From an optimization exercise on the open Yosys and OpenROAD flow, aimed at small area and a short achievable clock period; shortcuts taken in it are not production practice.
RTL that was checked went through simulation tests only; none was proved equivalent to the original.
No functional check of the RTL was part of runs 1 and 2.
Power is estimated from default activity; no workload was simulated.

==> design.v <==
module elem_combine (
    input  wire        clk,
    input  wire        rst,         
    input  wire        in_valid,
    input  wire [1:0]  in_op,       
    input  wire [2:0]  in_type,     
    input  wire [31:0] in_a,        
    input  wire [31:0] in_x,        
    output reg         out_valid,
    output reg  [31:0] out_res,
    output reg         out_nan,     
    output reg         out_ovf,     
    output reg         out_bad      
);
    wire i_fp32 = (in_type == 3'd1);
    wire i_bf16 = (in_type == 3'd2);
    wire i_fp16 = (in_type == 3'd3);
    wire i_int8 = (in_type == 3'd4);
    wire i_i32  = (in_type == 3'd5);
    wire i_8    = (in_type == 3'd0) | i_int8;
    wire i_32   = i_fp32 | i_i32;
    wire i_fp   = i_fp32 | i_bf16 | i_fp16;
    wire i_wr  = (in_op == 2'd1);
    wire i_add = (in_op == 2'd2);
    wire i_max = (in_op == 2'd3);
    wire i_ok  = (i_wr & (i_8 | i_32 | i_bf16 | i_fp16)) | (i_add & (i_fp | i_i32)) |
                 (i_max & (i_fp | i_int8 | i_i32));
    function automatic [31:0] unpack;     
        input [31:0] v;
        input        t8, t32, tbf, th;
        begin
            unpack = ({32{t32}} & v) |
                     ({32{tbf}} & {v[15:0], 16'h0}) |
                     ({32{th}}  & {v[15], 3'b000, v[14:0], 13'h0}) |
                     ({32{t8}}  & {v[7:0], 24'h0});
        end
    endfunction
    reg        v0;
    reg [31:0] a0, x0;                        
    reg        ok0, add0, max0, fp0, h0, bf0, i32_0, f8_0, f16_0;
    always @(posedge clk) begin
        if (rst) v0 <= 1'b0;
        else     v0 <= in_valid;
        a0    <= unpack(in_a, i_8, i_32, i_bf16, i_fp16);
        x0    <= unpack(in_x, i_8, i_32, i_bf16, i_fp16);
        ok0   <= i_ok;
        add0  <= i_add;
        max0  <= i_max;
        fp0   <= i_fp;
        h0    <= i_fp16;
        bf0   <= i_bf16;
        i32_0 <= i_i32;
        f8_0  <= i_8;
        f16_0 <= i_bf16 | i_fp16;
    end
    wire sa = a0[31];
    wire sx = x0[31];
    wire ge;
    ec_add #(31) u_cmp (.a(a0[30:0]), .b(~x0[30:0]), .ci(1'b1), .s(), .co(ge));
    wire max_a = (sa ^ sx) ? sx : ((fp0 & sa) ? ~ge : ge);
    wire sel_a = add0 ? ge : (max0 & max_a);
    wire [31:0] L = sel_a ? a0 : x0;
    wire [31:0] S = sel_a ? x0 : a0;
    wire a_emax = h0 ? (&a0[27:23]) : (&a0[30:23]);
    wire x_emax = h0 ? (&x0[27:23]) : (&x0[30:23]);
    wire a_fnz  = |a0[22:0];
    wire x_fnz  = |x0[22:0];
    wire a_nan  = a_emax & a_fnz;
    wire x_nan  = x_emax & x_fnz;
    wire any_inf = (a_emax & ~a_fnz) | (x_emax & ~x_fnz);
    wire add_nan = a_nan | x_nan | (a_emax & x_emax & (sa ^ sx));
    wire r_nan  = ok0 & fp0 & ((add0 & add_nan) | (max0 & (a_nan | x_nan)));
    wire r_fadd = ok0 & fp0 & add0 & ~add_nan & ~any_inf;
    wire [31:0] isum;
    ec_add #(32) u_iadd (.a(a0), .b(x0), .ci(1'b0), .s(isum), .co());
    wire [31:0] Lr = (add0 & i32_0) ? isum : L;
    wire        ha = |a0[30:23];
    wire        hx = |x0[30:23];
    wire [7:0]  ea = {a0[30:24], a0[23] | ~ha};
    wire [7:0]  ex = {x0[30:24], x0[23] | ~hx};
    wire [7:0]  d_ax, d_xa;
    ec_add #(8) u_dax (.a(ea), .b(~ex), .ci(1'b1), .s(d_ax), .co());
    ec_add #(8) u_dxa (.a(ex), .b(~ea), .ci(1'b1), .s(d_xa), .co());
    wire [7:0]  d  = sel_a ? d_ax : d_xa;
    wire [23:0] ms = {sel_a ? hx : ha, S[22:0]};
    wire        zsign = ~(|a0[30:0]) & ~(|x0[30:0]) & sa & sx;
    wire [26:0] sh0 = {ms, 3'b000};
    wire        big = |d[7:5];
    wire [26:0] sh1 = d[0] ? {1'b0,  sh0[26:1]} : sh0;
    wire        st1 = d[0] & sh0[0];
    wire [26:0] sh2 = d[1] ? {2'b0,  sh1[26:2]} : sh1;
    wire        st2 = st1 | (d[1] & (|sh1[1:0]));
    wire [26:0] sh3 = d[2] ? {4'b0,  sh2[26:4]} : sh2;
    wire        st3 = st2 | (d[2] & (|sh2[3:0]));
    wire [26:0] sh4 = d[3] ? {8'b0,  sh3[26:8]} : sh3;
    wire        st4 = st3 | (d[3] & (|sh3[7:0]));
    wire [26:0] sh5 = d[4] ? {16'b0, sh4[26:16]} : sh4;
    wire        st5 = st4 | (d[4] & (|sh4[15:0]));
    wire [26:0] als = big ? {26'b0, |ms} : {sh5[26:1], sh5[0] | st5};
    reg        v1;
    reg [31:0] L1;
    reg [26:0] als1;
    reg        sub1, nan1, bad1, fadd1, zs1, h1, bf1, f8_1, f16_1;
    always @(posedge clk) begin
        if (rst) v1 <= 1'b0;
        else     v1 <= v0;
        L1    <= Lr;
        als1  <= als;
        sub1  <= sa ^ sx;
        nan1  <= r_nan;
        bad1  <= ~ok0;
        fadd1 <= r_fadd;
        zs1   <= zsign;
        h1    <= h0;
        bf1   <= bf0;
        f8_1  <= f8_0;
        f16_1 <= f16_0;
    end
    wire        hl = |L1[30:23];
    wire [7:0]  el = {L1[30:24], L1[23] | ~hl};
    wire [23:0] ml = {hl, L1[22:0]};
    wire [27:0] sum;
    ec_add #(27) u_add (.a({ml, 3'b000}), .b(als1 ^ {27{sub1}}), .ci(sub1),
                        .s(sum[26:0]), .co(sum[27]));
    wire        cy = sum[27] & ~sub1;
    wire [26:0] lim_bit = (el < 8'd28) ? (27'h400_0000 >> (el - 8'd1)) : 27'h0;
    wire [26:0] lzin = sum[26:0] | lim_bit;
    reg  [4:0]  lz;
    integer k;
    always @(*) begin
        lz = 5'd0;
        for (k = 0; k < 27; k = k + 1)
            if (lzin[k]) lz = 5'd26 - k[4:0];
    end
    reg        v2;
    reg [31:0] L2;
    reg [27:0] sum2;
    reg [4:0]  lz2;
    reg        nan2, bad2, fadd2, zs2, h2, bf2, f8_2, f16_2;
    always @(posedge clk) begin
        if (rst) v2 <= 1'b0;
        else     v2 <= v1;
        L2    <= L1;
        sum2  <= {cy, sum[26:0]};
        lz2   <= lz;
        nan2  <= nan1;
        bad2  <= bad1;
        fadd2 <= fadd1;
        zs2   <= zs1;
        h2    <= h1;
        bf2   <= bf1;
        f8_2  <= f8_1;
        f16_2 <= f16_1;
    end
    wire [7:0]  e2 = {L2[30:24], L2[23] | ~(|L2[30:23])};
    wire        sl = L2[31];
    wire [26:0] nrm = sum2[27] ? {sum2[27:2], sum2[1] | sum2[0]} : (sum2[26:0] << lz2);
    wire [8:0]  e_n = sum2[27] ? {1'b0, e2} + 9'd1 : {1'b0, e2} - {4'b0, lz2};
    wire        hid = nrm[26];
    wire        zero_sum = ~(|sum2);
    wire        g_32 = nrm[2],  st_32 = |nrm[1:0],  l_32 = nrm[3];
    wire        g_16 = nrm[15], st_16 = |nrm[14:0], l_16 = nrm[16];
    wire        g_bf = nrm[18], st_bf = |nrm[17:0], l_bf = nrm[19];
    wire        rnd = h2  ? (g_16 & (st_16 | l_16)) :
                      bf2 ? (g_bf & (st_bf | l_bf)) :
                            (g_32 & (st_32 | l_32));
    wire [22:0] frac_t = h2  ? {nrm[25:16], 13'h0} :
                         bf2 ? {nrm[25:19], 16'h0} : nrm[25:3];
    wire [22:0] inc = h2  ? {9'h0, rnd, 13'h0} :
                      bf2 ? {6'h0, rnd, 16'h0} : {22'h0, rnd};
    wire [31:0] pk;
    ec_add #(32) u_rnd (.a({hid ? e_n : 9'd0, frac_t}), .b({9'd0, inc}), .ci(1'b0), .s(pk), .co());
    wire        ovf = h2 ? (pk[31:23] >= 9'd31) : pk[31] | (&pk[30:23]);
    reg [31:0] ru;
    always @(*) begin
        if (bad2)
            ru = 32'h0;
        else if (nan2)
            ru = {1'b0, h2 ? 8'h1F : 8'hFF, 23'h40_0000};
        else if (fadd2) begin
            if (zero_sum)
                ru = {zs2, 31'h0};
            else if (ovf)
                ru = {sl, h2 ? 8'h1F : 8'hFF, 23'h0};
            else
                ru = {sl, pk[30:0]};
        end else
            ru = L2;
    end
    wire [31:0] res = f8_2  ? {24'h0, ru[31:24]} :
                      h2    ? {16'h0, ru[31], ru[27:13]} :
                      f16_2 ? {16'h0, ru[31:16]} : ru;
    wire        r_ovf = fadd2 & ~zero_sum & ovf;
    always @(posedge clk) begin
        if (rst) out_valid <= 1'b0;
        else     out_valid <= v2;
        out_res <= res;
        out_nan <= nan2;
        out_ovf <= r_ovf;
        out_bad <= bad2;
    end
endmodule
module ec_add #(parameter W = 8) (
    input  wire [W-1:0] a,
    input  wire [W-1:0] b,
    input  wire         ci,
    output wire [W-1:0] s,
    output wire         co
);
    reg [W:0] G, P, Gn, Pn;
    integer lv, i, j;
    always @(*) begin
        G = {a & b, ci};
        P = {a ^ b, 1'b0};
        for (lv = 0; (1 << lv) < W + 1; lv = lv + 1) begin
            Gn = G;
            Pn = P;
            for (i = 0; i < W + 1; i = i + 1)
                if ((i >> lv) & 1) begin
                    j = ((i >> lv) << lv) - 1;
                    Gn[i] = G[i] | (P[i] & G[j]);
                    Pn[i] = P[i] & P[j];
                end
            G = Gn;
            P = Pn;
        end
    end
    assign s  = a ^ b ^ G[W-1:0];
    assign co = G[W];
endmodule
==> run.sh <==
#!/bin/bash
# synth_recipe.tcl (not shown) runs the flow's synth.tcl, then flattens the netlist and writes it again
# the make line also repeats each setting of config.mk as NAME=value (left out here)
make -C /OpenROAD-flow-scripts/flow DESIGN_CONFIG=/design/flow/config.mk WORK_HOME=/design/flow/orfs CLKGATE_MAP_FILE= SYNTH_SCRIPT=/design/flow/synth_recipe.tcl finish
==> config.mk <==
export PLATFORM = sky130hd
export DESIGN_NAME = elem_combine
export DESIGN_NICKNAME = elem_combine
export VERILOG_FILES = /design/flow/design.v
export SDC_FILE = /design/flow/constraint.sdc
export NUM_CORES = 4
export LEC_CHECK = 0
export ABC_AREA = 1
export CAP_MARGIN = 20
export CORE_MARGIN = 2
export CORE_UTILIZATION = 35
export PLACE_DENSITY = 0.5
export SLEW_MARGIN = 20
==> constraint.sdc <==
create_clock -name core_clock -period 25.0 [get_ports {clk}]
set_input_delay 5.0000 -clock core_clock [delete_from_list [all_inputs] [get_ports {clk}]]
set_output_delay 5.0000 -clock core_clock [all_outputs]
set_load 0.01 [all_outputs]
==> results of run 1 <==
-- cell families after synthesis --
kind of cell,Yosys count
multiplexers,3
XOR/XNOR,73
flip-flops,253
adder cells (fa/ha/maj),126
AO/OA/AOI/OAI,444
buffers and inverters,455
AND/OR/NAND/NOR,1313
-- power breakdown --
| group | leakage (nW) | switching, W | internal, W |
|---|---|---|---|
| Clock | 0.523 | 0.000184 | 0.000278 |
| Sequential | 2.10 | 0.0000729 | 0.000474 |
| Combinational | 7.11 | 0.000839 | 0.000401 |
-- layer usage --
metal	vias to the layer above	wire [um]	GRT usage (%)	part of all wire, %
li1	8837	-	-	-
met1	7956	27300	30.5	44
met2	415	31200	43.4	50
met3	79	2480	2.01	4.0
met4	0	1490	6.28	2.4
met5	-	0	0	0
-- synth_stat cells, types with 38 or more instances --
cell type  number
ha_1          114
o21ai_0       142
o21ai_1        38
nand2_1       639
nand3_1       241
xor2_1         50
dfxtp_1       253
inv_1         336
a21oi_1       125
nand4_1        57
nor2_1        278
clkbuf_1       63
-- sequential cells by signal, summed over array words and instances, names as in the netlist, 5 cells and up --
register / count
a0: 32
lz2: 5
L1: 32
L2: 32
sum2: 28
als1: 27
out_res: 32
x0: 32
-- cells in the final DEF (no fill, tap or decap), types with 28 or more instances in the layout --
cell type,n
a21oi_1,125
clkbuf_16,29
clkdlybuf4s50_1,107
dfxtp_1,253
ha_1,114
inv_1,336
nand2_1,638
nand3_1,241
nand4_1,57
nor2_1,277
nor3_1,28
o21ai_0,142
o21ai_1,38
o22ai_1,31
xor2_1,50
-- final timing paths --
path	start	to	slack (ns)	cells after the start
max reg2reg	lz2[0]	out_res[8]	19.08	32
min	f16_1	f16_2	0.32	0
min reg2reg	f16_1	f16_2	0.32	0
max	in_type[1]	x0[22]	18.06	7
-- worst max-delay path: cells and delay by family --
family	cells	cell delay, ns
AO/OA/AOI/OAI	1	0.49
buffers and inverters	4	1.41
AND/OR/NAND/NOR	2	0.50
-- cell type report --
type                    count  area (um2)  area share, %
clock buffers              32         767           3.82
clock inverters            22         298           1.48
inverters                 351        1320           6.56
multi-input cells        1959       10600           52.9
flip-flops and latches    253        5060           25.2
well taps                 664         831           4.14
repair buffers            123        1190           5.93
-- through the flow --
| step | cell area, um2 | worst slack (ns) | total power (W) | util, % |
|---|---|---|---|---|
| 3_5_place_dp | 19000 | 17.52 | 0.00179 | 38.7 |
| 5_1_grt | 20100 | 17.85 | 0.00244 | 40.9 |
| 2_1_floorplan | 17500 | 18.86 | 0.00144 | - |
| 6_report | 20100 | 18.06 | 0.00225 | 40.9 |
| 4_1_cts | 20100 | 18.14 | 0.00225 | 40.9 |
| 3_3_place_gp | 19000 | 17.62 | 0.00178 | 38.7 |
==> flow_metrics.env, run 1 <==
export IMPL_slowest_stage="clkinv_1"
export IMPL_status="timing/DRC/antenna clean"
export IMPL_htreeDepth=1
export IMPL_finalClockSkew_ns=0.0279
export IMPL_required_ns=25.48
export IMPL_powerDensity_mw_per_mm2=112
export IMPL_place_port_buffers=107
export IMPL_grt_usage_pct=24.0
export IMPL_hp_class="reg -> reg"
export IMPL_postCtsSetupRepairBufs=0
export IMPL_vdd_ir_drop_max_v=0.0000444
export IMPL_n_fill_cell=5207
export IMPL_setup_viol=0
export IMPL_wl_mm=62.5
export IMPL_power_static_leakage_nw=9.73
export IMPL_post_drt_wl_per_cell_um=18.4
export IMPL_synth_compound_area_share_pct=14.9
export IMPL_core_area_mm2=0.0492
export IMPL_clk_pin_slew_ns=0.06
export IMPL_ys_seq_area_share_pct=28.9
export IMPL_synth_top_area_share_pct=28.9
export IMPL_grt_max_degree=98
export IMPL_synth_adder_area_share_pct=9.52
export IMPL_die_area_mm2=0.0518
export IMPL_cts_inserted_buffers=29
export IMPL_max_freq_mhz=144
export IMPL_antenna_found_initial=1
export IMPL_cts_max_path_buffers=3
export IMPL_fin_tns_setup_ns=0
export IMPL_crit_type="in -> reg"
export IMPL_layout_nets=2915
export IMPL_hpwl_mm=50.8
export IMPL_drv_cap=0
export IMPL_critPathCaptureType="flop"
export IMPL_cts_resized=0
export IMPL_grt_pass1_vias=16600
export IMPL_syn_inst=2667
export IMPL_yosys_warnings=5
export IMPL_netlist_area_mm2=0.0175
export IMPL_synthTopCellsByArea="dfxtp_1, nand2_1, ha_1"
export IMPL_finalCritPeriodShare_pct=27.7
export IMPL_overflow=0
export IMPL_viasPerCell=5.08
export IMPL_dominantRegCellSynth="dfxtp_1"
export IMPL_ys_seq_elements=253
export IMPL_maxSlewHeadroom_pct=30.3
export IMPL_synth_simple_area_share_pct=32.3
export IMPL_area_growth_pct=14.7
export IMPL_place_gp_congestion=0.932
export IMPL_hold_ws_ns=0.324
export IMPL_slowest_delay_ns=0.70
export IMPL_synth_top_area_cell="dfxtp_1"
export IMPL_cp_arrival_ns=7.41
export IMPL_synth_edff_count=0
export IMPL_rows=81
export IMPL_drc=0
export IMPL_crit_chain="clkdlybuf4s50_1 > inv_1 > nor2_1 > inv_1 > nor2_1 > clkinv_1 > o221ai_1"
export IMPL_place_inst=3350
export IMPL_cts_sinks=253
export IMPL_hold_buffers=0
export IMPL_dieHeight_um=228
export IMPL_drtIter0Drc=1263
export IMPL_synth_top_family_by_area="simple AND/OR/NAND/NOR gates"
export IMPL_syn_avg_cell_area_um2=6.56
export IMPL_yosysUniqueCellTypes=63
export IMPL_yosys_mux_area_fraction_pct=0.172
export IMPL_ys_async_sr_fraction_pct=0
export IMPL_final_cell_count_no_fill=3404
export IMPL_diodes=0
export IMPL_grt_pass1_wl_mm=95.8
export IMPL_drive_gt1_share_pct=4.93
export IMPL_syn_num_nets=2865
export IMPL_crit_fanout=26
export IMPL_clk_latency_ns=0.58
export IMPL_synth_xor_area_share_pct=3.69
export IMPL_drtAntennaViolNets=0
export IMPL_rsz0062_at_grt="false"
export IMPL_report_final_slew_viol_count=0
export IMPL_die_w_um=228
export IMPL_dr_total_vias=17300
export IMPL_worst_pin_slew_ns=1.04
export IMPL_io_pins=108
export IMPL_cts_root_buf="clkbuf_16"
export IMPL_cts_tree="done"
export IMPL_dr_pass1_iters=6
export IMPL_start_util_pct=35.6
export IMPL_setup_worst_path_start_class="input pin"
export IMPL_fin_crit_ns=6.94
export IMPL_finalHoldViolCount=0
==> run 2, diff against run 1 <==
--- a/config.mk
+++ b/config.mk
@@ -7,3 +7,3 @@
 export LEC_CHECK = 0
-export ABC_AREA = 1
+export ABC_CLOCK_PERIOD_IN_PS = 5500
 export CAP_MARGIN = 20
==> flow_metrics.env, run 2 <==
export IMPL_status="timing/DRC/antenna clean"
export IMPL_drive_gt1_share_pct=7.22
export IMPL_crit_fanout=26
export IMPL_synth_edff_count=0
export IMPL_ys_async_sr_fraction_pct=0
export IMPL_synth_top_area_share_pct=28.1
export IMPL_cp_arrival_ns=7.45
export IMPL_grt_pass1_vias=16100
export IMPL_finalClockSkew_ns=0.0234
export IMPL_clk_pin_slew_ns=0.06
export IMPL_powerDensity_mw_per_mm2=100
export IMPL_hold_ws_ns=0.322
export IMPL_diodes=0
export IMPL_io_pins=108
export IMPL_fin_tns_setup_ns=0
export IMPL_reg2reg_slack_ns=18.52
export IMPL_report_final_slew_viol_count=0
export IMPL_min_path_cells=0
export IMPL_viasPerCell=5.67
export IMPL_dominantRegCellSynth="dfxtp_1"
export IMPL_hold_buffers=0
export IMPL_rsz0062_at_grt="false"
export IMPL_slowest_delay_ns=0.96
export IMPL_hp_class="reg -> reg"
export IMPL_path_delay_family="simple AND/OR/NAND/NOR gates"
export IMPL_layout_nets=2435
export IMPL_yosysUniqueCellTypes=92
export IMPL_hpwl_mm=51.6
export IMPL_setup_ws_ns=18.03
export IMPL_cts_root_buf="clkbuf_16"
export IMPL_reg2reg_from="lz2[1]"
export IMPL_power_static_leakage_nw=8.35
export IMPL_clk_latency_ns=0.58
export IMPL_critPathCaptureType="flop"
export IMPL_core_area_mm2=0.0511
export IMPL_dpl_worst_slack_ns=17.50
export IMPL_dieHeight_um=231
export IMPL_cp_num_buf_inv=1
export IMPL_final_cell_count_no_fill=2938
export IMPL_netlist_top_cells_count="dfxtp_1, nand2_1, nor2_1"
export IMPL_syn_avg_cell_area_um2=8.22
export IMPL_crit_chain="clkdlybuf4s50_1 > nand2b_1 > nor2_1 > nand2_1 > o21ai_0"
export IMPL_max_freq_mhz=144
export IMPL_setup_viol=0
export IMPL_syn_num_nets=2391
export IMPL_dr_total_vias=16700
export IMPL_die_area_mm2=0.0533
export IMPL_drtAntennaViolNets=0
export IMPL_postCtsSetupRepairBufs=0
export IMPL_cts_max_path_buffers=3
export IMPL_start_util_pct=35.3
export IMPL_crit_type="in -> reg"
export IMPL_place_inst=2886
export IMPL_dr_pass1_iters=7
export IMPL_htreeDepth=1
export IMPL_cts_sinks=253
export IMPL_vdd_ir_drop_max_v=0.0000531
export IMPL_cts_inserted_buffers=29
export IMPL_required_ns=25.48
export IMPL_maxSlewHeadroom_pct=26.1
export IMPL_layout_common_cells="dfxtp_1, nand2_1, nor2_1"
export IMPL_netlist_area_mm2=0.0180
export IMPL_reg2reg_depth=19
export IMPL_min_from="zs1"
export IMPL_synth_top_area_cell="dfxtp_1"
export IMPL_total_power_w=0.00207
export IMPL_drc=0
export IMPL_area_growth_pct=14.5
export IMPL_yosys_warnings=5
export IMPL_mostFrequentLayoutCell="dfxtp_1"
export IMPL_finalCritPeriodShare_pct=27.9
export IMPL_drv_cap=0
export IMPL_grt_pass1_wl_mm=98.5
export IMPL_ys_seq_area_share_pct=28.1
export IMPL_worst_pin_slew_ns=1.11
export IMPL_grt_max_degree=67
export IMPL_syn_inst=2193
export IMPL_die_w_um=231
export IMPL_slowest_stage="clkdlybuf4s50_1"
export IMPL_cts_tree="done"
export IMPL_yosysMostFrequentCell="dfxtp_1"
export IMPL_synthTopCellsByArea="dfxtp_1, ha_1, mux2i_1"
export IMPL_antenna_found_initial=0
export IMPL_overflow=0
export IMPL_place_port_buffers=107
export IMPL_grt_usage_pct=23.9
export IMPL_cts_resized=0
export IMPL_drtIter0Drc=1457
export IMPL_rows=83
export IMPL_r2r_end="out_res[1]"
export IMPL_ys_seq_elements=253
export IMPL_n_fill_cell=5223
export IMPL_fin_crit_ns=6.97
export IMPL_worstHoldEndpoint="zs2"
export IMPL_place_gp_congestion=0.941
export IMPL_post_drt_wl_per_cell_um=22.3
export IMPL_setup_worst_path_start_class="input pin"
export IMPL_finalHoldViolCount=0
export IMPL_wl_mm=65.5
-- run 2: cell count changes in the layout (fill, tap and decap cells not counted), sizes merged, moves of 45 or more --
cell   delta
nand2   -435
inv     -242
nand3   -219
nor2    -102
mux2i   +100
o21ai    -71
nor2b    +52
and2     +45
-- run 2: worst max-delay path by stage --
stage | slack (ns) | to | cells past startpoint | startpoint
2_1_floorplan | 18.88 | a0[24] | 4 | in_type[0]
3_3_place_gp | 17.52 | x0[28] | 5 | in_type[1]
3_5_place_dp | 17.50 | x0[15] | 5 | in_type[1]
4_1_cts | 18.09 | x0[15] | 5 | in_type[1]
5_1_grt | 17.83 | x0[15] | 5 | in_type[1]
6_report | 18.03 | a0[30] | 5 | in_type[1]
-- run 2: final cells by class --
class                   instances  area (um2)  share of cell area (%)
clock buffers                  40         837                    4.05
clock inverters                12         170                   0.824
inverters                     104         390                    1.89
multi-input cells            1721       12100                    58.7
flip-flops and latches        253        5070                    24.5
well taps                     680         851                    4.12
repair buffers                128        1220                    5.92
-- run 2: metrics by stage --
stage          area [um2]  util [%]
2_1_floorplan       18000         -
3_3_place_gp        19600      38.5
3_5_place_dp        19600      38.5
4_1_cts             20700      40.4
5_1_grt             20700      40.4
6_report            20700      40.4
-- run 2: metal layers --
layer	wire (um)	vias up	part of all wire, %	GRT usage, %
li1	-	8008	-	-
met1	28100	7963	43	30.1
met2	31500	544	48	41.1
met3	2740	141	4.2	2.36
met4	3150	0	4.8	10.8
met5	0	-	0	0
-- run 2: worst register-to-register path: stages, from the launching register on --
cell      delay (ns)
dfxtp_2         1.02
mux4_2          0.64
mux2i_1         0.30
nor2_1          0.10
a211oi_2        0.46
nand2_1         0.11
nor3_1          0.23
nand4_1         0.12
nor2_1          0.19
a21oi_1         0.09
ha_1            0.33
and3_1          0.22
a31oi_4         0.17
nor2_1          0.40
nand2_1         0.23
a31oi_1         0.50
o211ai_1        0.17
o21a_1          0.14
o21ai_0         0.63
a211oi_1        0.26
-- run 2: power breakdown --
part | internal (W) | switching (W)
clock network | 0.000267 | 0.000176
registers | 0.000461 | 0.0000958
logic | 0.000421 | 0.000650
-- run 2: kinds of logic (layout without fill, tap and decap cells) --
group                      after synthesis  after routing  synth area share, %
muxes                                  163            163                 11.4
AOI/OAI and AO/OA                      582            582                 20.9
adders and majority gates              126            126                 9.24
buffers and inverters                  219            284                 4.80
xor gates and xnor gates               112            112                 5.44
DFF                                    253            253                 28.1
and+or+nand+nor                        738            738                 20.1
==> run 3, diff against run 2 <==
--- a/design.v
+++ b/design.v
@@ -14,15 +14,29 @@
 );
-    wire i_fp32 = (in_type == 3'd1);
-    wire i_bf16 = (in_type == 3'd2);
-    wire i_fp16 = (in_type == 3'd3);
-    wire i_int8 = (in_type == 3'd4);
-    wire i_i32  = (in_type == 3'd5);
-    wire i_8    = (in_type == 3'd0) | i_int8;
-    wire i_32   = i_fp32 | i_i32;
-    wire i_fp   = i_fp32 | i_bf16 | i_fp16;
-    wire i_wr  = (in_op == 2'd1);
-    wire i_add = (in_op == 2'd2);
-    wire i_max = (in_op == 2'd3);
-    wire i_ok  = (i_wr & (i_8 | i_32 | i_bf16 | i_fp16)) | (i_add & (i_fp | i_i32)) |
-                 (i_max & (i_fp | i_int8 | i_i32));
+    reg        v0;
+    reg [1:0]  op0;
+    reg [2:0]  t0;
+    reg [31:0] ra0, rx0;
+    always @(posedge clk) begin
+        if (rst) v0 <= 1'b0;
+        else     v0 <= in_valid;
+        op0 <= in_op;
+        t0  <= in_type;
+        ra0 <= in_a;
+        rx0 <= in_x;
+    end
+    wire t_fp32 = (t0 == 3'd1);
+    wire t_bf16 = (t0 == 3'd2);
+    wire h0     = (t0 == 3'd3);
+    wire t_int8 = (t0 == 3'd4);
+    wire i32_0  = (t0 == 3'd5);
+    wire f8_0   = (t0 == 3'd0) | t_int8;
+    wire t_32   = t_fp32 | i32_0;
+    wire fp0    = t_fp32 | t_bf16 | h0;
+    wire bf0    = t_bf16;
+    wire f16_0  = t_bf16 | h0;
+    wire o_wr = (op0 == 2'd1);
+    wire add0 = (op0 == 2'd2);
+    wire max0 = (op0 == 2'd3);
+    wire ok0  = (o_wr & (f8_0 | t_32 | f16_0)) | (add0 & (fp0 | i32_0)) |
+                (max0 & (fp0 | t_int8 | i32_0));
     function automatic [31:0] unpack;     
@@ -37,20 +51,4 @@
     endfunction
-    reg        v0;
-    reg [31:0] a0, x0;                        
-    reg        ok0, add0, max0, fp0, h0, bf0, i32_0, f8_0, f16_0;
-    always @(posedge clk) begin
-        if (rst) v0 <= 1'b0;
-        else     v0 <= in_valid;
-        a0    <= unpack(in_a, i_8, i_32, i_bf16, i_fp16);
-        x0    <= unpack(in_x, i_8, i_32, i_bf16, i_fp16);
-        ok0   <= i_ok;
-        add0  <= i_add;
-        max0  <= i_max;
-        fp0   <= i_fp;
-        h0    <= i_fp16;
-        bf0   <= i_bf16;
-        i32_0 <= i_i32;
-        f8_0  <= i_8;
-        f16_0 <= i_bf16 | i_fp16;
-    end
+    wire [31:0] a0 = unpack(ra0, f8_0, t_32, t_bf16, h0);
+    wire [31:0] x0 = unpack(rx0, f8_0, t_32, t_bf16, h0);
     wire sa = a0[31];
@@ -74,3 +72,3 @@
     wire [31:0] isum;
-    ec_add #(32) u_iadd (.a(a0), .b(x0), .ci(1'b0), .s(isum), .co());
+    ec_add #(32) u_iadd (.a(ra0), .b(rx0), .ci(1'b0), .s(isum), .co());
     wire [31:0] Lr = (add0 & i32_0) ? isum : L;
@@ -86,18 +84,7 @@
     wire        zsign = ~(|a0[30:0]) & ~(|x0[30:0]) & sa & sx;
-    wire [26:0] sh0 = {ms, 3'b000};
-    wire        big = |d[7:5];
-    wire [26:0] sh1 = d[0] ? {1'b0,  sh0[26:1]} : sh0;
-    wire        st1 = d[0] & sh0[0];
-    wire [26:0] sh2 = d[1] ? {2'b0,  sh1[26:2]} : sh1;
-    wire        st2 = st1 | (d[1] & (|sh1[1:0]));
-    wire [26:0] sh3 = d[2] ? {4'b0,  sh2[26:4]} : sh2;
-    wire        st3 = st2 | (d[2] & (|sh2[3:0]));
-    wire [26:0] sh4 = d[3] ? {8'b0,  sh3[26:8]} : sh3;
-    wire        st4 = st3 | (d[3] & (|sh3[7:0]));
-    wire [26:0] sh5 = d[4] ? {16'b0, sh4[26:16]} : sh4;
-    wire        st5 = st4 | (d[4] & (|sh4[15:0]));
-    wire [26:0] als = big ? {26'b0, |ms} : {sh5[26:1], sh5[0] | st5};
     reg        v1;
     reg [31:0] L1;
-    reg [26:0] als1;
+    reg [23:0] ms1;
+    reg [4:0]  d1;
+    reg        big1;
     reg        sub1, nan1, bad1, fadd1, zs1, h1, bf1, f8_1, f16_1;
@@ -107,3 +94,5 @@
         L1    <= Lr;
-        als1  <= als;
+        ms1   <= ms;
+        d1    <= d[4:0];
+        big1  <= |d[7:5];
         sub1  <= sa ^ sx;
@@ -118,2 +107,14 @@
     end
+    wire [26:0] sh0 = {ms1, 3'b000};
+    wire [26:0] sh1 = d1[0] ? {1'b0,  sh0[26:1]} : sh0;
+    wire        st1 = d1[0] & sh0[0];
+    wire [26:0] sh2 = d1[1] ? {2'b0,  sh1[26:2]} : sh1;
+    wire        st2 = st1 | (d1[1] & (|sh1[1:0]));
+    wire [26:0] sh3 = d1[2] ? {4'b0,  sh2[26:4]} : sh2;
+    wire        st3 = st2 | (d1[2] & (|sh2[3:0]));
+    wire [26:0] sh4 = d1[3] ? {8'b0,  sh3[26:8]} : sh3;
+    wire        st4 = st3 | (d1[3] & (|sh3[7:0]));
+    wire [26:0] sh5 = d1[4] ? {16'b0, sh4[26:16]} : sh4;
+    wire        st5 = st4 | (d1[4] & (|sh4[15:0]));
+    wire [26:0] als1 = big1 ? {26'b0, |ms1} : {sh5[26:1], sh5[0] | st5};
     wire        hl = |L1[30:23];
@@ -170,5 +171,9 @@
                       bf2 ? {6'h0, rnd, 16'h0} : {22'h0, rnd};
+    wire [8:0]  ef = {e_n[8:1], e_n[0] & hid};
     wire [31:0] pk;
-    ec_add #(32) u_rnd (.a({hid ? e_n : 9'd0, frac_t}), .b({9'd0, inc}), .ci(1'b0), .s(pk), .co());
-    wire        ovf = h2 ? (pk[31:23] >= 9'd31) : pk[31] | (&pk[30:23]);
+    ec_add #(32) u_rnd (.a({ef, frac_t}), .b({9'd0, inc}), .ci(1'b0), .s(pk), .co());
+    wire        f_ones = h2 ? (&nrm[25:16]) : bf2 ? (&nrm[25:19]) : (&nrm[25:3]);
+    wire        e_top  = h2 ? (ef[8:5] == 4'd0) & (&ef[4:1]) : ~ef[8] & (&ef[7:1]);
+    wire        e_ge   = h2 ? (|ef[8:5]) | (&ef[4:0]) : ef[8] | (&ef[7:0]);
+    wire        ovf    = e_ge | (e_top & ~ef[0] & f_ones & rnd);
     reg [31:0] ru;
--- a/config.mk
+++ b/config.mk
@@ -7,3 +7,3 @@
 export LEC_CHECK = 0
-export ABC_CLOCK_PERIOD_IN_PS = 5500
+export ABC_AREA = 1
 export CAP_MARGIN = 20
==> flow_metrics.env, run 3 <==
export IMPL_status="timing/DRC/antenna clean"
export IMPL_ys_seq_elements=252
export IMPL_drtIter0Drc=1386
export IMPL_fin_tns_setup_ns=0
export IMPL_yosys_warnings=5
export IMPL_viasPerCell=5.24
export IMPL_r2r_end="lz2[0]"
export IMPL_slowest_stage="clkdlybuf4s50_1"
export IMPL_mostFrequentLayoutCell="nand2_1"
export IMPL_p_sw_w=0.00102
export IMPL_cts_root_buf="clkbuf_16"
export IMPL_max_freq_mhz=156
export IMPL_place_port_buffers=107
export IMPL_htreeDepth=1
export IMPL_cts_max_path_buffers=3
export IMPL_clock_power_share_pct=20.6
export IMPL_syn_inst=2589
export IMPL_dieHeight_um=226
export IMPL_reg2reg_depth=39
export IMPL_postCtsSetupRepairBufs=0
export IMPL_wl_mm=66.5
export IMPL_crit_type="reg -> out"
export IMPL_vdd_ir_drop_max_v=0.0000551
export IMPL_required_ns=20.00
export IMPL_synth_top_area_share_pct=29.3
export IMPL_layout_nets=2844
export IMPL_ys_async_sr_fraction_pct=0
export IMPL_overflow=0
export IMPL_hp_class="reg -> reg"
export IMPL_layout_common_cells="nand2_1, inv_1, nor2_1"
export IMPL_dominantRegCellSynth="dfxtp_1"
export IMPL_cp_arrival_ns=1.43
export IMPL_cts_tree="done"
export IMPL_area_growth_pct=14.6
export IMPL_die_w_um=226
export IMPL_core_area_mm2=0.0487
export IMPL_synthTopCellsByArea="dfxtp_1, nand2_1, ha_1"
export IMPL_min_from="h1"
export IMPL_dr_pass1_iters=5
export IMPL_hpwl_mm=54.3
export IMPL_sw_frac_of_total_pct=48.4
export IMPL_finalClockSkew_ns=0.0298
export IMPL_antenna_found_initial=0
export IMPL_rows=81
export IMPL_grt_pass1_vias=17100
export IMPL_dr_total_vias=17500
export IMPL_syn_num_nets=2786
export IMPL_cts_inserted_buffers=29
export IMPL_setup_worst_path_start_class="flop"
export IMPL_drtAntennaViolNets=0
export IMPL_clk_latency_ns=0.58
export IMPL_drv_cap=0
export IMPL_slowest_delay_ns=0.55
export IMPL_grt_max_degree=62
export IMPL_synth_top_area_cell="dfxtp_1"
export IMPL_netlist_top_cells_count="nand2_1, inv_1, nor2_1"
export IMPL_p_comb_share_pct=53.1
export IMPL_hold_buffers=0
export IMPL_critPathCaptureType="primary output"
export IMPL_reg2reg_from="d1[1]"
export IMPL_worst_pin_slew_ns=1.04
export IMPL_maxSlewHeadroom_pct=30.7
export IMPL_start_util_pct=35.3
export IMPL_n_fill_cell=5237
export IMPL_grt_pass1_wl_mm=100
export IMPL_synth_edff_count=0
export IMPL_report_final_slew_viol_count=0
export IMPL_p_int_w=0.00109
export IMPL_syn_avg_cell_area_um2=6.66
export IMPL_seqCellArea_mm2=0.00504
export IMPL_finalHoldViolCount=0
export IMPL_grt_usage_pct=25.9
export IMPL_ys_seq_area_share_pct=29.3
export IMPL_cts_resized=0
export IMPL_netlist_area_mm2=0.0172
export IMPL_total_power_w=0.00211
export IMPL_place_gp_congestion=0.953
export IMPL_clk_pin_slew_ns=0.06
export IMPL_io_pins=108
export IMPL_cp_num_buf_inv=1
export IMPL_yosysUniqueCellTypes=68
export IMPL_multi_input_area_mm2=0.0104
export IMPL_yosysMostFrequentCell="nand2_1"
export IMPL_setup_viol=0
export IMPL_finalCritPeriodShare_pct=25.7
export IMPL_worstSetupStartpoint="out_res[26]"
export IMPL_reg2reg_slack_ns=18.80
export IMPL_power_static_leakage_nw=9.29
export IMPL_powerDensity_mw_per_mm2=107
export IMPL_drc=0
export IMPL_fin_crit_ns=6.43
export IMPL_crit_fanout=1
export IMPL_p_seq_share_pct=26.4
export IMPL_crit_chain="clkdlybuf4s50_1"
export IMPL_post_drt_wl_per_cell_um=19.9
export IMPL_drive_gt1_share_pct=5.28
export IMPL_rsz0062_at_grt="false"
export IMPL_path_delay_family="buffers and inverters"
export IMPL_cts_sinks=252
export IMPL_worstHoldEndpoint="h2"
export IMPL_die_area_mm2=0.0510
export IMPL_min_path_cells=0
==> run 3: metal layers <==
metal | vias to the layer above | track usage, % | wire length (um)
li1 | 8658 | - | -
met1 | 8128 | 31.4 | 27600
met2 | 548 | 46.3 | 32800
met3 | 146 | 2.04 | 2770
met4 | 0 | 11.8 | 3360
met5 | - | 0 | 0
==> run 3: cell families (layout without fill, tap and decap cells) <==
kind of cell    Yosys count  in the layout  share of synthesized area [%]
simple gates           1198           1198                           29.7
compound gates          501            501                           17.1
buf+inv                 432            512                           10.2
flops                   252            252                           29.3
fa+ha+maj               125            125                           9.60
xor+xnor                 77             77                           3.91
mux                       4              4                          0.232
other cells               0              1                              0
==> run 3: area by class of cell <==
type,instances,area share (%)
multi-input combinational,1905,52.8
clock inverter,17,0.937
sequential,252,25.5
antenna,1,0.0127
tap,664,4.21
inverter,336,6.40
timing repair buffer,123,6.03
clock buffer,36,4.06
==> run 3: metrics by stage <==
stage	area (um2)	std cells	hold slack, ns	utilization (%)	worst slack (ns)
after floorplan	17200	2589	0.310	-	19.67
after global placement	18800	3280	0.313	38.5	18.68
after detailed placement	18800	3280	0.312	38.5	18.36
after CTS	19700	3333	0.327	40.5	18.33
after global routing	19800	3333	0.331	40.5	18.08
final	19800	3334	0.326	40.5	18.57
==> run 3: worst max path at each step <==
stage                             end  slack (ns)  cells after the start
after floorplan               out_bad       19.67                      0
after global placement           big1       18.68                     27
after detailed placement         big1       18.36                     27
after CTS                        big1       18.33                     27
after global routing           lz2[0]       18.08                     39
final                     out_res[26]       18.57                      1
==> run 3: power by group through the flow <==
stage	combinational, W	sequential, W	clock, W
finish	0.00112	0.000557	0.000435
global route	0.00126	0.000564	0.000461
CTS	0.00111	0.000558	0.000446
detailed placement	0.00111	0.000567	0
global placement	0.00111	0.000566	0
floorplan	0.000821	0.000515	0
==> run 4, diff against run 3 <==
==> flow/run.sh (new file) <==
#!/bin/bash
# Standard layout, with the resizer's setup repair aiming for a margin of
# slack so that it works on the stage paths, and port buffers of a fast type.
export SETUP_SLACK_MARGIN=19.1
export BUFFER_PORTS_ARGS="-buffer_cell sky130_fd_sc_hd__buf_4"
bash standard.sh > standard.log 2>&1
==> standard.sh (new file) <==
#!/bin/bash
# synth_recipe.tcl (not shown) runs the flow's synth.tcl, then flattens the netlist and writes it again
# the make line also repeats each setting of config.mk as NAME=value (left out here)
make -C /OpenROAD-flow-scripts/flow DESIGN_CONFIG=/design/flow/config.mk WORK_HOME=/design/flow/orfs CLKGATE_MAP_FILE= SYNTH_SCRIPT=/design/flow/synth_recipe.tcl "${@:-finish}"
--- a/config.mk
+++ b/config.mk
@@ -10,4 +10,5 @@
 export CORE_MARGIN = 2
-export CORE_UTILIZATION = 35
-export PLACE_DENSITY = 0.5
+export CORE_UTILIZATION = 60
+export CTS_CLUSTER_SIZE = 40
+export PLACE_DENSITY = 0.7
 export SLEW_MARGIN = 20
removed: run.sh
==> flow_metrics.env, run 4 <==
export IMPL_status="timing/DRC/antenna clean"
export IMPL_critPathCaptureType="primary output"
export IMPL_cts_tree="done"
export IMPL_grt_max_degree=73
export IMPL_place_area_mm2=0.0181
export IMPL_drc=0
export IMPL_cts_root_buf="clkbuf_16"
export IMPL_cts_sinks=252
export IMPL_htreeDepth=1
export IMPL_finalClockSkew_ns=0.0382
export IMPL_vdd_ir_drop_max_v=0.0000555
export IMPL_synth_top_family_by_area="simple AND/OR/NAND/NOR gates"
export IMPL_hold_buffers=0
export IMPL_maxSlewHeadroom_pct=29.3
export IMPL_r2r_end="big1"
export IMPL_drv_cap=0
export IMPL_worst_pin_slew_ns=1.06
export IMPL_setup_worst_path_start_class="flop"
export IMPL_mostFrequentLayoutCell="nand2_1"
export IMPL_finalHoldViolCount=0
export IMPL_cts_max_path_buffers=3
export IMPL_synthTopCellsByArea="dfxtp_1, nand2_1, ha_1"
export IMPL_dominantRegCellSynth="dfxtp_1"
export IMPL_netlist_area_mm2=0.0172
export IMPL_reg2reg_slack_ns=19.54
export IMPL_drtAntennaViolNets=0
export IMPL_area_growth_pct=12.0
export IMPL_setup_ws_ns=19.03
export IMPL_fin_crit_ns=5.97
export IMPL_max_freq_mhz=167
export IMPL_power_static_leakage_nw=9.44
export IMPL_grt_pass1_vias=17300
export IMPL_cts_inserted_buffers=26
export IMPL_slowest_stage="dfxtp_2"
export IMPL_slowest_delay_ns=0.33
export IMPL_yosys_warnings=5
export IMPL_cp_arrival_ns=0.97
export IMPL_wl_mm=59.7
export IMPL_synth_top_area_cell="dfxtp_1"
export IMPL_drive_gt1_share_pct=10.6
export IMPL_netlist_top_cells_count="nand2_1, inv_1, nor2_1"
export IMPL_syn_inst=2589
export IMPL_synth_adder_area_share_pct=9.60
export IMPL_finalCritPeriodShare_pct=23.9
export IMPL_antenna_found_initial=0
export IMPL_reg2reg_from="t0[1]"
export IMPL_grt_usage_pct=38.3
export IMPL_yosysUniqueCellTypes=68
export IMPL_path_delay_family="flip-flops"
export IMPL_report_final_slew_viol_count=0
export IMPL_ys_async_sr_fraction_pct=0
export IMPL_diodes=0
export IMPL_cp_num_buf_inv=1
export IMPL_die_area_mm2=0.0301
export IMPL_yosysMostFrequentCell="nand2_1"
export IMPL_synth_edff_count=0
export IMPL_dpl_worst_slack_ns=18.39
export IMPL_ys_seq_elements=252
export IMPL_die_w_um=173
export IMPL_place_port_buffers=107
export IMPL_layout_nets=2841
export IMPL_total_power_w=0.00211
export IMPL_worstHoldEndpoint="L2[31]"
export IMPL_syn_num_nets=2786
export IMPL_post_drt_wl_per_cell_um=19.6
export IMPL_crit_type="reg -> out"
export IMPL_synth_xor_area_share_pct=3.91
export IMPL_hpwl_mm=45.9
export IMPL_fin_tns_setup_ns=0
export IMPL_reg2reg_depth=23
export IMPL_clk_pin_slew_ns=0.07
export IMPL_ys_seq_area_share_pct=29.3
export IMPL_place_gp_congestion=1.03
export IMPL_dr_total_vias=18400
export IMPL_hp_class="reg -> reg"
export IMPL_synth_compound_area_share_pct=17.1
export IMPL_layout_common_cells="nand2_1, inv_1, nor2_1"
export IMPL_io_pins=108
export IMPL_dr_pass1_iters=7
export IMPL_drtIter0Drc=2309
export IMPL_core_area_mm2=0.0285
export IMPL_dieHeight_um=173
export IMPL_rsz0062_at_grt="true"
export IMPL_clk_latency_ns=0.55
export IMPL_min_from="L1[31]"
export IMPL_finalInstanceArea_mm2=0.0193
export IMPL_setup_viol=0
export IMPL_powerDensity_mw_per_mm2=109
export IMPL_crit_fanout=1
export IMPL_min_path_cells=0
export IMPL_synth_simple_area_share_pct=29.7
export IMPL_grt_pass1_wl_mm=91.3
export IMPL_crit_chain="buf_6"
export IMPL_viasPerCell=6.04
export IMPL_start_util_pct=60.5
export IMPL_synth_top_area_share_pct=29.3
export IMPL_yosys_mux_area_fraction_pct=0.232
export IMPL_syn_avg_cell_area_um2=6.66
export IMPL_overflow=0
export IMPL_rows=62
export IMPL_required_ns=20.00
-- run 4: cell count changes in the layout (fill, tap and decap cells not counted), moves of 3 or more --
cell	previous run	this run
buf_6	0	36
clkdlybuf4s50_1	107	0
buf_4	16	86
dfxtp_1	252	215
inv_4	1	4
dfxtp_2	0	35
-- run 4: area by class of cell --
cell class	instances	area [um2]
Clock buffer	33	748
Tap cell	384	480
Clock inverter	14	198
Multi-Input combinational cell	1905	10400
Timing Repair Buffer	122	1050
Inverter	336	1270
Fill cell	2538	9170
Sequential cell	252	5100
Timing Repair inverter	1	7.51
-- run 4: cell families after synthesis --
kind of cell,after synthesis
buffers and inverters,432
AOI/OAI and AO/OA,501
DFF,252
and+or+nand+nor,1198
adders and majority gates,125
xor gates and xnor gates,77
muxes,4
-- run 4: power by group --
group | total (W) | switching [W] | internal (W)
sequential | 0.000567 | 0.0000914 | 0.000475
clock | 0.000425 | 0.000171 | 0.000255
combinational | 0.00111 | 0.000756 | 0.000359
-- run 4: how the worst max path moves through the flow --
stage,startpoint,cells after the start,end,slack [ns]
2_1_floorplan,out_bad,0,out_bad,19.67
3_3_place_gp,t0[1],26,big1,18.59
3_5_place_dp,t0[1],24,L1[23],18.39
4_1_cts,out_valid,1,out_valid,19.02
5_1_grt,out_res[12],1,out_res[12],19.01
6_report,out_res[20],1,out_res[20],19.03
-- run 4: per-stage QoR --
stage,cells,util (%),hold slack (ns)
2_1_floorplan,2589,-,0.310
3_3_place_gp,2996,63.6,0.312
3_5_place_dp,2996,63.6,0.314
4_1_cts,3044,67.5,0.328
5_1_grt,3047,67.8,0.340
6_report,3047,67.8,0.336
-- run 4: per-layer routing --
metal,track usage [%],vias to the layer above,routed length (um)
met1,45.7,8361,22500
met5,0,-,0
li1,-,8653,-
met3,4.25,295,4750
met4,24.2,0,4610
met2,65.9,1089,27800
-- run 4: timing repair --
action | 4_1_cts | 5_1_grt
setup endpoints to repair | 98 | 87
gates resized for setup | 61 | 26
buffers inserted | 0 | 3
pin swaps | 0 | 0
gates cloned | 1 | 0
==> run 5, diff against run 4 <==
--- a/config.mk
+++ b/config.mk
@@ -11,3 +11,4 @@
 export CORE_UTILIZATION = 60
-export CTS_CLUSTER_SIZE = 40
+export CTS_CLUSTER_DIAMETER = 150
+export CTS_CLUSTER_SIZE = 30
 export PLACE_DENSITY = 0.7
==> flow_metrics.env, run 5 <==
export IMPL_status="timing/DRC/antenna clean"
export IMPL_place_port_buffers=107
export IMPL_path_delay_family="flip-flops"
export IMPL_setup_worst_path_start_class="flop"
export IMPL_grt_pass1_wl_mm=89.6
export IMPL_synth_compound_area_share_pct=17.1
export IMPL_grt_pass1_vias=16900
export IMPL_cts_tree="done"
export IMPL_synthTopCellsByArea="dfxtp_1, nand2_1, ha_1"
export IMPL_yosysMostFrequentCell="nand2_1"
export IMPL_powerDensity_mw_per_mm2=102
export IMPL_die_area_mm2=0.0301
export IMPL_mostFrequentLayoutCell="nand2_1"
export IMPL_synth_edff_count=0
export IMPL_die_w_um=173
export IMPL_finalCritPeriodShare_pct=23.8
export IMPL_synth_top_family_by_area="simple AND/OR/NAND/NOR gates"
export IMPL_reg2reg_from="d1[2]"
export IMPL_overflow=0
export IMPL_report_final_slew_viol_count=0
export IMPL_syn_avg_cell_area_um2=6.66
export IMPL_p_sw_w=0.000973
export IMPL_hold_ws_ns=0.335
export IMPL_yosys_mux_area_fraction_pct=0.232
export IMPL_cts_inserted_buffers=12
export IMPL_antenna_found_initial=0
export IMPL_rsz0062_at_grt="true"
export IMPL_htreeDepth=1
export IMPL_worstHoldEndpoint="fadd2"
export IMPL_drtIter0Drc=1986
export IMPL_drtAntennaViolNets=0
export IMPL_dieHeight_um=173
export IMPL_diodes=0
export IMPL_setup_viol=0
export IMPL_p_comb_share_pct=58.4
export IMPL_max_freq_mhz=168
export IMPL_syn_inst=2589
export IMPL_finalHoldViolCount=0
export IMPL_reg2reg_slack_ns=19.56
export IMPL_cp_arrival_ns=0.95
export IMPL_netlist_top_cells_count="nand2_1, inv_1, nor2_1"
export IMPL_power_static_leakage_nw=9.15
export IMPL_dr_total_vias=18100
export IMPL_dominantRegCellSynth="dfxtp_1"
export IMPL_crit_type="reg -> out"
export IMPL_core_area_mm2=0.0285
export IMPL_viasPerCell=5.99
export IMPL_synth_top_area_cell="dfxtp_1"
export IMPL_sw_frac_of_total_pct=51.0
export IMPL_layout_common_cells="nand2_1, inv_1, nor2_1"
export IMPL_drv_cap=0
export IMPL_total_power_w=0.00191
export IMPL_clk_latency_ns=0.50
export IMPL_synth_xor_area_share_pct=3.91
export IMPL_wl_mm=58.2
export IMPL_rows=62
export IMPL_crit_chain="buf_6"
export IMPL_area_growth_pct=8.62
export IMPL_multi_input_area_mm2=0.0104
export IMPL_cts_max_path_buffers=3
export IMPL_syn_num_nets=2786
export IMPL_drive_gt1_share_pct=9.61
export IMPL_p_int_w=0.000933
export IMPL_place_area_mm2=0.0181
export IMPL_finalInstanceArea_mm2=0.0187
export IMPL_clk_pin_slew_ns=0.12
export IMPL_grt_usage_pct=37.5
export IMPL_place_gp_congestion=1.03
export IMPL_synth_top_area_share_pct=29.3
export IMPL_clock_power_share_pct=12.0
export IMPL_cts_sinks=252
export IMPL_synth_simple_area_share_pct=29.7
export IMPL_min_path_cells=0
export IMPL_required_ns=20.00
export IMPL_crit_fanout=1
export IMPL_hold_buffers=0
export IMPL_ys_async_sr_fraction_pct=0
export IMPL_dr_pass1_iters=6
export IMPL_yosysUniqueCellTypes=68
export IMPL_min_from="fadd1"
export IMPL_worst_pin_slew_ns=1.02
export IMPL_ys_seq_elements=252
export IMPL_slowest_stage="dfxtp_2"
export IMPL_n_fill_cell=2626
export IMPL_grt_max_degree=73
export IMPL_finish_utilization_pct=65.7
export IMPL_reg2reg_depth=38
export IMPL_p_seq_share_pct=29.5
export IMPL_seqCellArea_mm2=0.00510
export IMPL_finalClockSkew_ns=0.0286
export IMPL_synth_adder_area_share_pct=9.60
export IMPL_fin_tns_setup_ns=0
export IMPL_r2r_end="lz2[0]"
export IMPL_start_util_pct=60.5
export IMPL_io_pins=108
export IMPL_post_drt_wl_per_cell_um=19.3
export IMPL_maxSlewHeadroom_pct=31.8
export IMPL_cts_root_buf="clkbuf_16"
export IMPL_layout_nets=2828
export IMPL_netlist_area_mm2=0.0172
export IMPL_fin_crit_ns=5.95
export IMPL_slowest_delay_ns=0.34
export IMPL_ys_seq_area_share_pct=29.3
export IMPL_vdd_ir_drop_max_v=0.0000612
export IMPL_hpwl_mm=45.9
export IMPL_hp_class="reg -> reg"
export IMPL_cp_num_buf_inv=1
export IMPL_drc=0
export IMPL_critPathCaptureType="primary output"
export IMPL_yosys_warnings=5
[run 5: cell counts after synthesis]
No cell type changed its count.
[run 5: through the flow]
| step | worst slack [ns] | std cells |
|---|---|---|
| floorplan | 19.67 | 2589 |
| global placement | 18.59 | 2996 |
| detailed placement | 18.39 | 2996 |
| CTS | 19.04 | 3012 |
| global route | 19.03 | 3016 |
| finish | 19.05 | 3016 |
[run 5: power groups by stage]
stage / sequential [W] / combinational, W / clock (W)
global placement: 0.000565 / 0.00104 / 0
floorplan: 0.000515 / 0.000821 / 0
detailed placement: 0.000565 / 0.00106 / 0
global route: 0.000566 / 0.00124 / 0.000244
CTS: 0.000559 / 0.00107 / 0.000231
finish: 0.000563 / 0.00111 / 0.000229
[run 5: cell families (layout without fill, tap and decap cells)]
logic type | count (synthesis) | in the layout
flip-flops | 252 | 252
buffers and inverters | 432 | 475
AND/OR/NAND/NOR | 1198 | 1198
multiplexers | 4 | 4
adder cells (fa/ha/maj) | 125 | 125
XOR/XNOR | 77 | 77
AO/OA/AOI/OAI | 501 | 501
[run 5: how the worst max path moves through the flow]
stage	start	end	slack [ns]	depth (start not counted)
final	out_res[11]	out_res[11]	19.05	1
after global routing	out_valid	out_valid	19.03	1
after CTS	out_res[11]	out_res[11]	19.04	1
after detailed placement	t0[1]	L1[23]	18.39	24
after global placement	t0[1]	big1	18.59	26
after floorplan	out_bad	out_bad	19.67	0
[run 5: timing repair]
item                                    CTS  global route
endpoints found under the setup margin   98            85
buffers inserted                          0             4
gates cloned                              1             0
resized for setup                        60            25
[run 5: layer usage]
| layer | wire length (um) | vias up | part of all wire [%] | global-route usage (%) |
|---|---|---|---|---|
| met5 | 0 | - | 0 | 0 |
| met4 | 4090 | 0 | 7.0 | 21.8 |
| met3 | 4450 | 236 | 7.6 | 3.77 |
| met2 | 27400 | 1001 | 47 | 65.0 |
| met1 | 22300 | 8223 | 38 | 45.3 |
| li1 | - | 8600 | - | - |
[run 5: cell type report]
| type | instances | area share [%] |
|---|---|---|
| Timing Repair Buffer | 123 | 5.68 |
| Tap cell | 384 | 2.57 |
| Clock buffer | 14 | 1.81 |
| Sequential cell | 252 | 27.2 |
| Clock inverter | 1 | 0.0869 |
| Multi-Input combinational cell | 1905 | 55.8 |
| Inverter | 336 | 6.80 |
| Timing Repair inverter | 1 | 0.0401 |
==> run 6, diff against run 5 <==
--- a/config.mk
+++ b/config.mk
@@ -10,6 +10,4 @@
 export CORE_MARGIN = 2
-export CORE_UTILIZATION = 60
-export CTS_CLUSTER_DIAMETER = 150
-export CTS_CLUSTER_SIZE = 30
-export PLACE_DENSITY = 0.7
+export CORE_UTILIZATION = 35
+export PLACE_DENSITY = 0.5
 export SLEW_MARGIN = 20
==> flow_metrics.env, run 6 <==
export IMPL_status="timing/DRC/antenna clean"
export IMPL_synth_top_area_share_pct=29.3
export IMPL_wl_mm=66.3
export IMPL_dr_pass1_iters=8
export IMPL_grt_max_degree=73
export IMPL_clk_pin_slew_ns=0.06
export IMPL_finalInstanceArea_mm2=0.0197
export IMPL_layout_common_cells="nand2_1, inv_1, nor2_1"
export IMPL_crit_chain="buf_6"
export IMPL_io_pins=108
export IMPL_fin_tns_setup_ns=0
export IMPL_sw_frac_of_total_pct=48.3
export IMPL_maxSlewHeadroom_pct=34.2
export IMPL_setup_ws_ns=19.02
export IMPL_fin_crit_ns=5.98
export IMPL_die_area_mm2=0.0510
export IMPL_hold_ws_ns=0.324
export IMPL_drtAntennaViolNets=0
export IMPL_clock_power_share_pct=20.7
export IMPL_setup_viol=0
export IMPL_finalHoldViolCount=0
export IMPL_diodes=0
export IMPL_yosysUniqueCellTypes=68
export IMPL_powerDensity_mw_per_mm2=108
export IMPL_synthTopCellsByArea="dfxtp_1, nand2_1, ha_1"
export IMPL_p_sw_w=0.00103
export IMPL_netlist_area_mm2=0.0172
export IMPL_drtIter0Drc=1516
export IMPL_p_int_w=0.00110
export IMPL_finalCritPeriodShare_pct=23.9
export IMPL_ys_seq_area_share_pct=29.3
export IMPL_viasPerCell=5.24
export IMPL_yosys_warnings=5
export IMPL_grt_pass1_vias=16900
export IMPL_layout_nets=2847
export IMPL_ys_async_sr_fraction_pct=0
export IMPL_grt_pass1_wl_mm=98.9
export IMPL_n_fill_cell=5228
export IMPL_report_final_slew_viol_count=0
export IMPL_dpl_worst_slack_ns=18.92
export IMPL_cts_root_buf="clkbuf_16"
export IMPL_critPathCaptureType="primary output"
export IMPL_area_growth_pct=14.5
export IMPL_hp_class="reg -> reg"
export IMPL_cts_sinks=252
export IMPL_drc=0
export IMPL_postCtsSetupRepairBufs=0
export IMPL_cts_inserted_buffers=29
export IMPL_cp_num_buf_inv=1
export IMPL_clk_latency_ns=0.57
export IMPL_slowest_stage="dfxtp_2"
export IMPL_htreeDepth=1
export IMPL_worst_pin_slew_ns=0.985
export IMPL_finish_utilization_pct=40.5
export IMPL_syn_num_nets=2786
export IMPL_netlist_top_cells_count="nand2_1, inv_1, nor2_1"
export IMPL_dieHeight_um=226
export IMPL_vdd_ir_drop_max_v=0.0000584
export IMPL_dominantRegCellSynth="dfxtp_1"
export IMPL_place_port_buffers=107
export IMPL_required_ns=20.00
export IMPL_antenna_found_initial=0
export IMPL_rsz0062_at_grt="true"
export IMPL_max_freq_mhz=167
export IMPL_rows=81
export IMPL_crit_type="reg -> out"
export IMPL_finalClockSkew_ns=0.0307
export IMPL_place_area_mm2=0.0185
export IMPL_cp_arrival_ns=0.98
export IMPL_post_drt_wl_per_cell_um=19.9
export IMPL_die_w_um=226
export IMPL_mostFrequentLayoutCell="nand2_1"
export IMPL_slowest_delay_ns=0.32
export IMPL_hpwl_mm=54.0
export IMPL_overflow=0
export IMPL_drv_cap=0
export IMPL_core_area_mm2=0.0487
export IMPL_synth_edff_count=0
export IMPL_drive_gt1_share_pct=11.0
export IMPL_crit_fanout=1
export IMPL_syn_inst=2589
export IMPL_grt_usage_pct=25.5
export IMPL_dr_total_vias=17500
export IMPL_yosysMostFrequentCell="nand2_1"
export IMPL_power_static_leakage_nw=9.46
export IMPL_path_delay_family="flip-flops"
export IMPL_cts_tree="done"
export IMPL_place_gp_congestion=0.976
export IMPL_syn_avg_cell_area_um2=6.66
export IMPL_synth_top_area_cell="dfxtp_1"
export IMPL_cts_max_path_buffers=3
export IMPL_p_seq_share_pct=26.4
export IMPL_start_util_pct=35.3
export IMPL_setup_worst_path_start_class="flop"
export IMPL_p_comb_share_pct=52.8
export IMPL_ys_seq_elements=252
## run 6: cell count changes in the layout (fill, tap and decap cells not counted), moves of 4 or more
cell        delta
bufinv_16      +4
clkbuf_16     +16
clkinv_2       +5
clkinvlp_4     +6
dfxtp_2        +4
inv_6          +4
## run 6: power by group through the flow
stage	Sequential [W]	Combinational, W	Clock, W
floorplan	0.000515	0.000821	0
global placement	0.000565	0.00110	0
detailed placement	0.000565	0.00110	0
CTS	0.000558	0.00111	0.000450
global route	0.000567	0.00125	0.000467
finish	0.000561	0.00112	0.000439
## run 6: stage by stage
| step | cells | total power, W |
|---|---|---|
| after floorplan | 2589 | 0.00134 |
| after global placement | 3281 | 0.00166 |
| after detailed placement | 3281 | 0.00166 |
| after CTS | 3333 | 0.00212 |
| after global routing | 3335 | 0.00228 |
| final | 3335 | 0.00212 |
## run 6: cell families after synthesis
kind of cell	after synthesis	share of synthesized area (%)
muxes	4	0.232
and+or+nand+nor	1198	29.7
AOI/OAI and AO/OA	501	17.1
buffers and inverters	432	10.2
adders and majority gates	125	9.60
xor gates and xnor gates	77	3.91
DFF	252	29.3
## run 6: layout make-up
| cell class | count | area (um2) | share of cell area (%) |
|---|---|---|---|
| repair inverters | 2 | 15.0 | 0.0761 |
| flip-flops and latches | 252 | 5090 | 25.8 |
| multi-input cells | 1905 | 10400 | 53.0 |
| well taps | 664 | 831 | 4.21 |
| repair buffers | 124 | 1070 | 5.41 |
| clock buffers | 33 | 771 | 3.91 |
| inverters | 336 | 1270 | 6.45 |
| clock inverters | 19 | 228 | 1.15 |
## run 6: final timing paths
kind / start / end / slack [ns] / cells after the start
setup / recovery: out_res[14] / out_res[14] / 19.02 / 1
setup reg to reg: t0[1] / d1[2] / 19.69 / 24
hold reg to reg: zs1 / zs2 / 0.32 / 0
hold / removal: zs1 / zs2 / 0.32 / 0
## run 6: what timing repair did
item | CTS | global route
setup endpoints to repair | 39 | 62
cloned | 0 | 2
hold buffers | 0 | 0
gates resized for setup | 64 | 20
## run 6: layer usage
layer	share of wire (%)	GRT usage (%)	wire, um
met1	41	30.8	27200
met2	50	46.1	33200
met3	4.7	2.52	3110
met4	4.2	10.0	2800
met5	0	0	0

[port drivers added, routing unchanged]
Ports are ideal in the flow. The routed layouts listed here were re-timed in OpenROAD. Step 1 assumes that a clkbuf_16 drives the clock port and a buf_2 every other input. Step 2 times the ports against the registers' clock, not the clock port: input delays grow and output delays shrink by t, the midpoint of the rising clock arrivals with the driver on. Slacks: ideal ports / drivers / drivers and shift; pairs: ideal ports / drivers.
| run | shift t [ns] | slack for setup (ns) | worst setup path after step 2 |
|---|---|---|---|
| run 1 | 0.630 | 18.065 / 18.097 / 17.467 | input to register |
| run 2 | 0.625 | 18.032 / 18.065 / 17.440 | input to register |
| run 3 | 0.625 | 18.574 / 18.517 / 18.801 | register to register |
| run 4 | 0.587 | 19.030 / 18.975 / 19.542 | register to register |
| run 5 | 0.542 | 19.046 / 18.993 / 19.535 | register to output |
| run 6 | 0.619 | 19.019 / 18.959 / 19.577 | register to output |
After both steps setup and hold are still met in every run listed. The setup slack of run 1, which loses most, moves by +0.032 ns with the drivers and by -0.598 ns with both steps.
